Context: an optimization exercise on an open-source flow, tuned for small area and a short achievable clock period. The choices shown serve that exercise and are no tape-out recipe.
In this exercise RTL edits were held to simulation tests only and were not proved equivalent to the original.
Power is estimated from default activity; no workload was simulated.

the baseline:
Design lacc_slot, start of the top module:
module lacc_slot (
    input  wire         clk,
    input  wire         rst,           
    input  wire         term_valid,
    input  wire [3:0]   term_fmt,      
    input  wire [335:0] term_data,
    input  wire [3:0]   term_flags,    
    input  wire         clr,
    input  wire         rd_valid,
    input  wire [2:0]   rd_dest,       
    input  wire [1:0]   rd_mode,       
    output reg          out_valid,
    output reg  [63:0]  out_data,
    output reg  [3:0]   out_flags      
);
    integer i, j, k;
    wire [335:0] d = term_data;
    wire f32 = term_fmt == 4'd0;
    wire fbf = term_fmt == 4'd1;
    wire f16 = term_fmt == 4'd2;
    wire f43 = term_fmt == 4'd3;
    wire f52 = term_fmt == 4'd4;
    wire fi8 = term_fmt == 4'd5;
    wire fi32 = term_fmt == 4'd6;
    wire fi64 = term_fmt == 4'd7;
    wire frw = term_fmt == 4'd8;
    wire is_fp  = f32 | fbf | f16 | f43 | f52;
    wire is_int = fi8 | fi32 | fi64;
    wire [7:0] be32 = d[30:23];
    wire [7:0] bebf = d[14:7];
    wire [4:0] be16 = d[14:10];
    wire [3:0] be43 = d[6:3];
    wire [4:0] be52 = d[6:2];
    function [4:0] add5;
        input [4:0] x;
        input [4:0] c;
        reg   [5:0] t;
        begin
            t = {1'b0, x} + {1'b0, c};
            add5 = t[4:0];
        end
    endfunction
    function [4:0] r10;  input [4:0] x; r10 = add5(x, 5'd10); endfunction
    function [4:0] r26;  input [4:0] x; r26 = add5(x, 5'd26); endfunction
    wire [7:0] be32m = be32 | {7'd0, ~|be32};
    wire [7:0] bebfm = bebf | {7'd0, ~|bebf};
    wire [4:0] be16m = be16 | {4'd0, ~|be16};
    wire [3:0] be43m = be43 | {3'd0, ~|be43};
    wire [4:0] be52m = be52 | {4'd0, ~|be52};
    reg  [4:0] r32, rbf, r16, r52;
    reg  [3:0] q32, qbf;
    always @* begin
        case (be32m[4:0])
            5'd0:  r32 = r10(5'd0);  5'd1:  r32 = r10(5'd1);  5'd2:  r32 = r10(5'd2);  5'd3:  r32 = r10(5'd3);
            5'd4:  r32 = r10(5'd4);  5'd5:  r32 = r10(5'd5);  5'd6:  r32 = r10(5'd6);  5'd7:  r32 = r10(5'd7);
  ...
clock: 17.5 ns
lec_check: 0
cap_margin: 20
core_margin: 2
core_utilization: 40
place_density: 0.55
slew_margin: 20
synth_hierarchical: 1
tns_end_percent: 30
standard.sh (not shown) runs the stock make flow with config.mk's settings and CLKGATE_MAP_FILE= SYNTH_SCRIPT=/design/flow/synth_recipe.tcl, a recipe that flattens the netlist after the stock synthesis.
==> flow/flow/run.sh <==
#!/bin/bash
# The standard layout (standard.sh) with two changes to how it is made:
# timing repair aims at a tighter setup-slack target, and the port buffers
# are plain buffers instead of delay cells. The clock period and all
# constraints are unchanged; every port still gets its buffer.
export SETUP_SLACK_MARGIN=11
export BUFFER_PORTS_ARGS="-buffer_cell sky130_fd_sc_hd__buf_1"
bash standard.sh > standard_run.log 2>&1
For the candidate, these inputs were changed with respect to the baseline:
Settings: PLACE_DENSITY: 0.55 -> 0.5; TNS_END_PERCENT: 30 -> unset; CORE_UTILIZATION: 40 -> 35.
==> flow/run.sh (new file) <==
#!/bin/bash
# synth_recipe.tcl (not shown) runs the flow's synth.tcl, then flattens the netlist and writes it again
# the make line also repeats each setting of config.mk as NAME=value (left out here)
make -C /OpenROAD-flow-scripts/flow DESIGN_CONFIG=/design/flow/config.mk WORK_HOME=/design/flow/orfs CLKGATE_MAP_FILE= SYNTH_SCRIPT=/design/flow/synth_recipe.tcl finish
removed: flow/flow/run.sh
removed: flow/standard.sh
Results
On register share of the cell area, the baseline tracks the candidate almost exactly. Compared with the baseline, in the candidate sequential cell area decreased by 0.84% relative to the old numbers; share of the core filled with cells decreased by 6.1 points relative to the old numbers; peak supply drop decreased by 37% relative to the old numbers; wire length decreased by 11000 µm relative to the old numbers; detailed-placement wirelength estimate decreased by about 2% relative to the old numbers. [compare] base=the baseline new=the candidate: fmax decreased about 34%, final cycle utilization of the critical path increased 19 points.


Starting RTL as in the previous note.
==> flow/config.mk <==
export PLATFORM = sky130hd
export DESIGN_NAME = lacc_slot
export DESIGN_NICKNAME = lacc_slot
export VERILOG_FILES = /design/flow/design.v
export SDC_FILE = /design/flow/constraint.sdc
export NUM_CORES = 4
export LEC_CHECK = 0
export CAP_MARGIN = 20
export CORE_MARGIN = 2
export CORE_UTILIZATION = 40
export CTS_BUF_LIST = sky130_fd_sc_hd__clkbuf_8
export PLACE_DENSITY = 0.55
export SLEW_MARGIN = 20
export SYNTH_HIERARCHICAL = 1
export TNS_END_PERCENT = 30
==> flow/constraint.sdc <==
create_clock -name core_clock -period 17.5 [get_ports {clk}]
set_input_delay 3.5000 -clock core_clock [delete_from_list [all_inputs] [get_ports {clk}]]
set_output_delay 3.5000 -clock core_clock [all_outputs]
set_load 0.01 [all_outputs]
==> flow/flow/run.sh <==
#!/bin/bash
# The standard layout (standard.sh) with two changes to how it is made:
# timing repair aims at a tighter setup-slack target, and the port buffers
# are plain buffers instead of delay cells. The clock period and all
# constraints are unchanged; every port still gets its buffer.
export SETUP_SLACK_MARGIN=11.8
export BUFFER_PORTS_ARGS="-buffer_cell sky130_fd_sc_hd__buf_1"
bash standard.sh > standard_run.log 2>&1
The first run produced a clean layout.
Edit:
- CORE_UTILIZATION: 40 -> 38
- TNS_END_PERCENT: 30 -> 10
Effect:
- global-route usage falls by 1.9 points
- core utilization shrinks by 3.0 points
- fmax decreases by a few percent
- wire length came out higher slightly
- clock power shrinks slightly
- area after synthesis is unchanged
- cell area shrinks slightly
- power rises slightly
- non-clock buffer count falls by 2
- setup slack gets worse by 220 ps
- cell count went up slightly

afterwards: timing with drivers on the ports:
Ports are ideal in the flow. The routed layouts listed here were re-timed in OpenROAD. Step 1 assumes that a clkbuf_16 drives the clock port and a buf_2 every other input. Step 2 adds t to the input delays and takes it off the output delays; t is the mean of the earliest and latest rising clock arrival at the registers after step 1. Input paths then give back, and output paths get back, about the clock's delay inside the block. Three values: no drivers, after step 1, after step 2; two values: the first two.
| run | t (ns) | setup slack, ns | worst slew at a driven data input, ns | cell pins on the clock port's net |
|---|---|---|---|---|
| the baseline | 0.879 | 10.795 / 10.795 / 10.420 | 0.09 | 1 |
| the candidate | 0.890 | 7.404 / 7.404 / 7.404 | 0.16 | 1 |
| the first run of note 2 | 1.083 | 11.016 / 11.016 / 10.691 | 0.10 | 1 |
| the second run of note 2 | 1.095 | 10.794 / 10.794 / 10.177 | 0.11 | 1 |
After both steps every run listed still meets setup and hold. For the second run of note 2, which loses most, drivers alone change the setup slack by 0.000 ns; drivers and shift together by -0.617 ns.
